Source: an optimization exercise on an open RTL-to-GDS flow (aim: small area, a short achievable clock period and few clock cycles). Production flows keep margins and buffers that such runs may drop. Only simulation tests tie the RTL to the original design; equivalence was not proved.

==> wip/sierra: inputs <==
Design hermite_eval, start of the top module:
module hermite_eval (
    input  wire               clk,
    input  wire               rst,         
    input  wire               in_valid,
    output wire               in_ready,
    input  wire [1:0]         in_shape,    
    input  wire [35:0]        in_span,     
    input  wire [35:0]        in_tau,      
    input  wire signed [63:0] in_p0,
    input  wire signed [63:0] in_p1,
    input  wire signed [47:0] in_v0,
    input  wire signed [47:0] in_v1,
    output reg                out_valid,
    output reg  [63:0]        out_pos,
    output reg  [47:0]        out_vel
);
    localparam integer DW = 32;                 
    localparam [33:0]  K_PV = 34'd10240000000;  
    function integer nd(input integer bits);    
        nd = (bits + DW - 1) / DW;
    endfunction
    localparam integer NA = nd(176);            
    localparam integer NB = nd(208);            
    localparam integer NC = nd(144);            
    localparam integer NR = NB;                 
    localparam integer LS = nd(37);             
    localparam integer LD = nd(65);             
    localparam integer LV = nd(48);             
    localparam integer MW = 39;                 
    localparam integer AW = MW + DW + 2;        
    localparam integer RB = 142;                
    localparam integer QB = 98;                 
    localparam integer QP = 66;                 
    localparam integer RQW = RB + QB;
    reg        rdy_r;
    reg [1:0]  shape_r;
    reg [35:0] s_r;       
    reg [35:0] t_r;       
    reg [35:0] u_r;       
    reg [64:0] d_r;       
    reg [63:0] p0_r;
    reg [47:0] v0_r;
    reg [47:0] v1_r;
    assign in_ready = rdy_r;
    reg [NA*DW-1:0] sA;
    reg [NB*DW-1:0] sB;
    reg [NC*DW-1:0] sC;
    wire [LS*DW-1:0] fS  = {{(LS*DW-36){1'b0}}, s_r};
    wire [LD*DW-1:0] fD  = {{(LD*DW-65){d_r[64]}}, d_r};
  ...
Settings: LEC_CHECK=0, ABC_CLOCK_PERIOD_IN_PS=3000, CAP_MARGIN=20, CORE_MARGIN=2, CORE_UTILIZATION=28, PLACE_DENSITY=0.38, SLEW_MARGIN=20; clock period 12.0 ns.
standard.sh (not shown) runs the stock make flow with config.mk's settings and CLKGATE_MAP_FILE= SYNTH_SCRIPT=/design/flow/synth_recipe.tcl, a recipe that flattens the netlist after the stock synthesis.
==> flow/flow/run.sh <==
#!/bin/bash
set -o pipefail
export SETUP_SLACK_MARGIN=7
bash standard.sh > standard.log 2>&1
==> wip/pepper: changes against wip/sierra <==
--- a/flow/design.v
+++ b/flow/design.v
@@ -47,11 +47,11 @@
     reg [NC*DW-1:0] sC;
     wire [LS*DW-1:0] fS  = {{(LS*DW-36){1'b0}}, s_r};
     wire [LD*DW-1:0] fD  = {{(LD*DW-65){d_r[64]}}, d_r};
     wire [LV*DW-1:0] fV0 = {{(LV*DW-47){v0_r[47]}}, v0_r[46:0]};
     wire [LV*DW-1:0] fV1 = {{(LV*DW-47){v1_r[47]}}, v1_r[46:0]};
-    localparam [1:0] K_MUL = 2'd0, K_NEG = 2'd1, K_DIVV = 2'd2, K_DIVP = 2'd3;
+    localparam [1:0] K_MUL = 2'd0, K_DIVV = 2'd2, K_DIVP = 2'd3;
     localparam [2:0] X_A = 3'd0, X_B = 3'd1, X_C = 3'd2, X_S = 3'd3, X_D = 3'd4,
                      X_V0 = 3'd5, X_V1 = 3'd6;
     localparam [1:0] T_0 = 2'd0, T_A = 2'd1, T_B = 2'd2;
     localparam [1:0] W_A = 2'd0, W_B = 2'd1, W_C = 2'd2;
     localparam [3:0] M_A = 4'd0, M_B = 4'd1, M_S = 4'd2, M_K = 4'd3, M_NA = 4'd4,
@@ -89,54 +89,54 @@
     always @(*) begin
         n_kind = K_MUL; n_x = X_A; n_xl = 5'd1; n_t = T_0; n_tl = 5'd1;
         n_m = M_ONE; n_w = W_A; n_ol = 5'd1; n_last = 1'b0;
         if (!lin_nx) begin
             case (step_nx)
-            5'd0:  mul(X_V0, LV,       T_0, 1,        M_BM2A, W_A, nd(85));    
-            5'd1:  mul(X_S,  LS,       T_0, 1,        M_S,    W_C, nd(73));    
+            5'd0:  mul(X_S,  LS,       T_0, 1,        M_S,    W_C, nd(73));    
+            5'd1:  mul(X_V0, LV,       T_0, 1,        M_BM2A, W_A, nd(85));    
             5'd2:  mul(X_V1, LV,       T_0, 1,        M_AM2B, W_B, nd(85));    
             5'd3:  mul(X_A,  nd(85),   T_0, 1,        M_B,    W_A, nd(121));   
             5'd4:  mul(X_C,  nd(73),   T_0, 1,        M_S,    W_C, NC);        
             5'd5:  mul(X_B,  nd(85),   T_A, nd(121),  M_A,    W_B, nd(122));   
             5'd6:  mul(X_B,  nd(122),  T_0, 1,        M_S,    W_A, nd(158));   
             5'd7:  mul(X_D,  LD,       T_0, 1,        M_K,    W_B, nd(99));    
             5'd8:  mul(X_B,  nd(99),   T_0, 1,        M_A,    W_B, nd(135));   
             5'd9:  mul(X_B,  nd(135),  T_A, nd(158),  M_6B,   W_A, NA);        
-            5'd10: begin mul(X_A, NA, T_0, 1, M_NEG1, W_A, NA); n_kind = K_NEG; end  
-            5'd11: n_kind = K_DIVV;
-            5'd12: mul(X_V0, LV,       T_0, 1,        M_B,    W_A, nd(85));    
-            5'd13: mul(X_C,  NC,       T_0, 1,        M_K,    W_C, NC);        
-            5'd14: mul(X_V1, LV,       T_A, nd(85),   M_NA,   W_A, nd(85));    
-            5'd15: mul(X_A,  nd(85),   T_0, 1,        M_B,    W_A, nd(121));
-            5'd16: mul(X_A,  nd(121),  T_0, 1,        M_S,    W_A, nd(157));   
-            5'd17: mul(X_B,  nd(135),  T_A, nd(157),  M_SP2B, W_B, nd(172));
-            5'd18: mul(X_B,  nd(172),  T_0, 1,        M_A,    W_B, NB);        
+            5'd10: n_kind = K_DIVV;
+            5'd11: mul(X_V0, LV,       T_0, 1,        M_B,    W_A, nd(85));    
+            5'd12: mul(X_C,  NC,       T_0, 1,        M_K,    W_C, NC);        
+            5'd13: mul(X_V1, LV,       T_A, nd(85),   M_NA,   W_A, nd(85));    
+            5'd14: mul(X_A,  nd(85),   T_0, 1,        M_B,    W_A, nd(121));
+            5'd15: mul(X_A,  nd(121),  T_0, 1,        M_S,    W_A, nd(157));   
+            5'd16: mul(X_B,  nd(135),  T_A, nd(157),  M_SP2B, W_B, nd(172));
+            5'd17: mul(X_B,  nd(172),  T_0, 1,        M_A,    W_B, NB);        
             default: begin n_kind = K_DIVP; n_last = 1'b1; end
             endcase
         end else begin
             case (step_nx)
-            5'd0:  mul(X_D,  LD,       T_0, 1,        M_K,    W_A, NA);        
-            5'd1:  mul(X_S,  LS,       T_0, 1,        M_ONE,  W_C, NC);        
-            5'd2:  begin mul(X_A, NA, T_0, 1, M_NEG1, W_A, NA); n_kind = K_NEG; end
-            5'd3:  n_kind = K_DIVV;
-            5'd4:  mul(X_D,  LD,       T_0, 1,        M_A,    W_B, NB);        
-            default: begin n_kind = K_DIVP; n_last = 1'b1; end
+            5'd0:  mul(X_S,  LS,       T_0, 1,        M_ONE,  W_C, NC);        
+            5'd1:  mul(X_D,  LD,       T_0, 1,        M_A,    W_B, NB);        
+            5'd2:  n_kind = K_DIVP;
+            5'd3:  mul(X_D,  LD,       T_0, 1,        M_K,    W_A, NA);        
+            default: begin n_kind = K_DIVV; n_last = 1'b1; end
             endcase
         end
     end
-    localparam [2:0] E_IDLE = 3'd0, E_PREP = 3'd1, E_RUN = 3'd2, E_OUT = 3'd3, E_PREP2 = 3'd4;
+    localparam [2:0] E_IDLE = 3'd0, E_PREP = 3'd1, E_RUN = 3'd2, E_OUT = 3'd3;
     reg [2:0]  est;
     reg        g1, g2;      
     reg [4:0]  j;           
     reg        xsign, tsign;
-    reg        vneg;
     reg            div_busy;
     reg [6:0]      div_cnt;
     reg [RB+1:0]   d3_r;      
     reg [RB-1:0]   d1_r;      
     reg            div_pos;
     reg            div_neg;
+    reg            div_last;  
+    reg            div_f2;    
+    reg            veq;       
     reg [RQW-1:0]  rq;
     reg            c_v;
     reg            c_first;
     reg [1:0]      c_w;
     reg [DW/2:0]   c_bneg, c_bone, c_btwo;    
@@ -149,23 +149,21 @@
     reg [AW-1:0]   p_s, p_c;
     reg [AW-DW-1:0] acc;      
     reg            p_mn;
     reg [NR-1:0]   c_oh, p_oh;    
     wire a_neg   = sA[NA*DW-1];
-    wire op_wait = ((u_kind == K_MUL || u_kind == K_NEG) && (hz_c || hz_p)) ||
-                   (u_kind == K_NEG && j == 5'd0 && ((c_v && c_w == W_A) || (p_v && p_w == W_A))) ||
+    wire op_wait = ((u_kind == K_MUL) && (hz_c || hz_p)) ||
                    ((u_kind == K_DIVV || u_kind == K_DIVP) && (c_v || p_v || div_busy));
     wire x_slot = (u_x == X_A) || (u_x == X_B) || (u_x == X_C);
     wire [1:0] t_w = (u_t == T_A) ? W_A : W_B;
     wire hz_c = c_v && |(c_oh & oh) && ((x_slot && c_w == u_x[1:0]) || (u_t != T_0 && c_w == t_w));
     wire hz_p = p_v && |(p_oh & oh) && ((x_slot && p_w == u_x[1:0]) || (u_t != T_0 && p_w == t_w));
-    wire op_skip = (u_kind == K_NEG && j == 5'd0 && !a_neg);
     wire run     = (est == E_RUN) && !op_wait;
-    wire rd_go   = run && !op_skip && (u_kind == K_MUL || u_kind == K_NEG);
+    wire rd_go   = run && (u_kind == K_MUL);
     wire rd_end  = rd_go && (j == u_ol - 5'd1);
     wire div_go  = run && (u_kind == K_DIVV || u_kind == K_DIVP);
-    wire adv     = rd_end || (run && op_skip) || div_go;
+    wire adv     = rd_end || div_go;
     always @(*) begin
         if (est == E_PREP) begin
             lin_nx  = (shape_r == 2'd1);
             step_nx = 5'd0;
         end else begin
@@ -342,11 +340,11 @@
     hermite_eval_add #(.W(RB+3)) u_dd2 (.a({1'b0, dx}), .b(~{2'b00, dvs, 1'b0}), .ci(1'b1), .s(dd2));
     hermite_eval_add #(.W(RB+3)) u_dd3 (.a({1'b0, dx}), .b(~{1'b0, d3_r}), .ci(1'b1), .s(dd3));
     wire [1:0]     dq    = ~dd3[RB+2] ? 2'd3 : ~dd2[RB+2] ? 2'd2 : ~dd1[RB+2] ? 2'd1 : 2'd0;
     wire [RB-1:0]  dr    = ~dd3[RB+2] ? dd3[RB-1:0] : ~dd2[RB+2] ? dd2[RB-1:0] :
                            ~dd1[RB+2] ? dd1[RB-1:0] : dx[RB-1:0];
-    wire [RQW-1:0] ld_v   = {{(RQW-NA*DW){1'b0}}, sA};
+    wire [RQW-1:0] ld_v   = {{(RQW-NA*DW){1'b0}}, sA ^ {(NA*DW){a_neg}}};
     wire [RQW-1:0] ld_p;
     wire [RB-1:0]  sk_r   = div_go ? ((u_kind == K_DIVV) ? ld_v[RQW-1:QB] : ld_p[RQW-1:QB])
                                    : rq[RQW-9:QB-8];
     wire [RB-1:0]  sk_d   = div_go ? dvc : dvs;
     wire [RB:0]    dsk;
@@ -354,11 +352,15 @@
     wire [RB+1:0]  d3_nx;
     hermite_eval_add #(.W(RB+2)) u_d3 (.a({2'b00, dvc}), .b({1'b0, dvc, 1'b0}), .ci(1'b0), .s(d3_nx));
     wire [63:0]    pos_nx;
     hermite_eval_add #(.W(64)) u_pos (.a(out_pos), .b(div_neg ? ~rq[63:0] : rq[63:0]), .ci(1'b0), .s(pos_nx));
     wire [47:0]    vel_nx;
-    hermite_eval_add #(.W(48)) u_vel (.a(rq[47:0] ^ {48{div_neg}}), .b(48'd0), .ci(div_neg), .s(vel_nx));
+    wire [RB-1:0]  rr     = rq[RQW-1:QB];
+    wire [RB-1:0]  re     = rr ^ dvs;
+    wire           r_eqd1 = re[0] & ~(rr[RB-1] & re[RB-1]) &
+                            (&(re[RB-1:1] ~^ (rr[RB-2:0] & re[RB-2:0])));
+    hermite_eval_add #(.W(48)) u_vel (.a(rq[47:0] ^ {48{div_neg}}), .b(48'd0), .ci(div_neg & ~veq), .s(vel_nx));
     reg            dskip;    
     wire [NB*DW-1:0] nb_abs = sB ^ {(NB*DW){sB[NB*DW-1]}};
     assign ld_p = {nb_abs[RQW-(QB-QP)-1:0], {(QB-QP){1'b0}}};
     wire [36:0] s_m_tau;
     hermite_eval_add #(.W(37)) u_smt (.a({1'b0, s_r}), .b(~{1'b0, t_r}), .ci(1'b1), .s(s_m_tau));
@@ -367,11 +369,11 @@
     hermite_eval_add #(.W(38)) u_g2 (.a({2'b00, t_r}), .b(~{1'b0, u_r, 1'b0}), .ci(1'b1), .s(g2_nx));
     wire [64:0] d_nx;
     hermite_eval_add #(.W(65)) u_d (.a(d_r), .b(~{p0_r[63], p0_r}), .ci(1'b1), .s(d_nx));
     wire        tau_gt  = s_m_tau[36];
     wire        imm     = shape_r[1] || (s_r == 36'd0);
-    wire div_fin = div_busy && (div_cnt == 7'd0);
+    wire div_fin = div_busy && (div_cnt == 7'd0) && (div_pos || div_f2);
     wire imm_out = (est == E_OUT) && !div_busy;
     always @(posedge clk) begin
         if (rst) begin
             est       <= E_IDLE;
             rdy_r     <= 1'b1;
@@ -380,11 +382,11 @@
             div_busy  <= 1'b0;
             out_valid <= 1'b0;
         end else begin
             c_v       <= rd_go;
             p_v       <= c_v;
-            out_valid <= imm_out || (div_fin && div_pos);
+            out_valid <= imm_out || (div_fin && div_last);
             if (div_go)
                 div_busy <= 1'b1;
             else if (div_fin)
                 div_busy <= 1'b0;
             case (est)
@@ -392,12 +394,11 @@
                 if (in_valid) begin
                     rdy_r <= 1'b0;
                     est   <= E_PREP;
                 end
             end
-            E_PREP:  est <= imm ? E_OUT : E_PREP2;
-            E_PREP2: est <= E_RUN;
+            E_PREP:  est <= imm ? E_OUT : E_RUN;
             E_RUN: begin
                 if (div_go && u_last) begin
                     est   <= E_IDLE;
                     rdy_r <= 1'b1;
                 end
@@ -424,17 +425,16 @@
             u_m    <= n_m;
             u_w    <= n_w;
             u_ol   <= n_ol;
             u_last <= n_last;
         end
-        if (est == E_PREP2) begin
-            g1  <= g1_nx[37];
-            g2  <= g2_nx[37];
-            f_r <= fsel(u_m, g1_nx[37], g2_nx[37]);
-        end else if (adv) begin
-            f_r <= fsel(n_m, g1, g2);
+        if (est == E_RUN && step == 5'd0) begin
+            g1 <= g1_nx[37];
+            g2 <= g2_nx[37];
         end
+        if (est == E_PREP || adv)
+            f_r <= fsel(n_m, g1, g2);
         if (est == E_PREP) begin
             j    <= 5'd0;
             oh   <= {{(NR-1){1'b0}}, 1'b1};
             x_in <= 1'b1;
             t_in <= 1'b1;
@@ -450,37 +450,40 @@
             j    <= rd_end ? 5'd0 : j + 5'd1;
             oh   <= rd_end ? {{(NR-1){1'b0}}, 1'b1} : oh << 1;
             x_in <= rd_end || (j + 5'd1 < u_xl);
             t_in <= rd_end || (j + 5'd1 < u_tl);
         end
-        if (run && u_kind == K_NEG && j == 5'd0)
-            vneg <= a_neg;
         if (imm_out) begin
             out_pos <= shape_r[1] ? p0_r : d_r[63:0];
             out_vel <= shape_r[1] ? 48'd0 : v1_r;
         end
         if (div_go) begin
             d3_r <= d3_nx;
             d1_r <= dvc;
+            div_last <= u_last;
             if (u_kind == K_DIVV) begin
                 rq      <= ld_v;
                 div_cnt <= QB;
                 div_pos <= 1'b0;
-                div_neg <= vneg;
+                div_neg <= a_neg;
             end else begin
                 rq      <= ld_p;
                 div_cnt <= QP;
                 div_pos <= 1'b1;
                 div_neg <= sB[NB*DW-1];
                 out_pos <= p0_r;
             end
             dskip <= dsk[RB];
+            div_f2 <= 1'b0;
         end else if (div_fin) begin
             if (div_pos)
                 out_pos <= pos_nx;
             else
                 out_vel <= vel_nx;
+        end else if (div_busy && div_cnt == 7'd0) begin
+            div_f2 <= 1'b1;
+            veq    <= r_eqd1;
         end else if (div_busy) begin
             if (dskip) begin
                 rq      <= {rq[RQW-9:0], 8'd0};
                 div_cnt <= div_cnt - 7'd8;
                 dskip   <= dsk[RB] && (div_cnt >= 7'd16);
- CELL_PAD_IN_SITES_DETAIL_PLACEMENT: not set -> 1
- CELL_PAD_IN_SITES_GLOBAL_PLACEMENT: not set -> 2
- CORE_UTILIZATION: 28 -> 35
- PLACE_DENSITY: 0.38 -> 0.45
==> impl_results.md <==
- Overall routing resource usage: 36.8%
- Worst slew pin tran: 1330 ps
- Worst Hold Path EP: c_w[0]$_DFF_P_
- CLK BUF: approximately 380
- Status: no timing/DRC/antenna violations
- Multi-input logic area: 0.101 mm^2
- Final min period: 5250 ps
- Dominant cells by area after synthesis: edfxtp_1 (26%), ha_1 (11%), fa_1 (8.7%)
- Non-clk invs: 1596
- Via count: 142000
- Hold WS: 347 ps
- Fin cells: 23600
- First-pass GRT wire length: between 1000000 and 1500000 um
- Fraction of area in multi-input gates: 53.2%
- DR iter-0 viols: 15400
- Layout Nets: 19700
- GR met1 Demand/Resource: 49.8%
- Met2 Wirelength: 377000 um
(the above is from wip/pepper)
==> impl_results.md <==
- GR met1 Demand/Resource: 38.0%
- Overall routing resource usage: 27.8%
- Worst slew pin tran: ~1300 ps
- Hold WS: around 340 ps
- Met2 Wirelength: between 300000 and 400000 um
- Via count: 133000
- Fraction of area in multi-input gates: between 50 and 60%
- DR iter-0 viols: between 10000 and 15000
- Worst Hold Path EP: p_oh[0]$_DFF_P_
- CLK BUF: 367
- Dominant cells by area after synthesis: edfxtp_1 (27%), ha_1 (11%), fa_1 (9.0%)
- First-pass GRT wire length: 1100000 um
- Non-clk invs: 1569
- Fin cells: 24200
- Status: no timing/DRC/antenna violations
(the above is from wip/sierra)
Testbench counts of wip/sierra, summed over its fixed seeds: cycles 61,698.
Testbench counts of wip/pepper, summed over its fixed seeds: cycles 57,268.

[port drivers added, routing unchanged]
No port has a modelled driver above. Below, the same layouts with a new extraction and two added sets of constraints.
Step 1 assumes that a clkbuf_16 drives the clock port and a buf_2 every other input.
Step 2 moves the port delays by t, midway between the first and last clock arrival at a register: inputs arrive t later, outputs are due t later. That takes back most of the time a late clock gives input paths.
a / b / c = ideal ports / drivers / drivers and shift; a / b = the first two.
run | t, ns | setup slack, ns | slew at the worst register clock pin (ns) | worst data-port slew with drivers (ns) | pins driven straight from the clock port
wip/sierra | 1.115 | 6.951 / 6.951 / 6.951 | 0.07 / 0.07 | 0.18 | 1
wip/pepper | 1.112 | 6.748 / 6.748 / 6.748 | 0.07 / 0.07 | 0.11 | 1
After both steps every run listed still meets setup and hold.
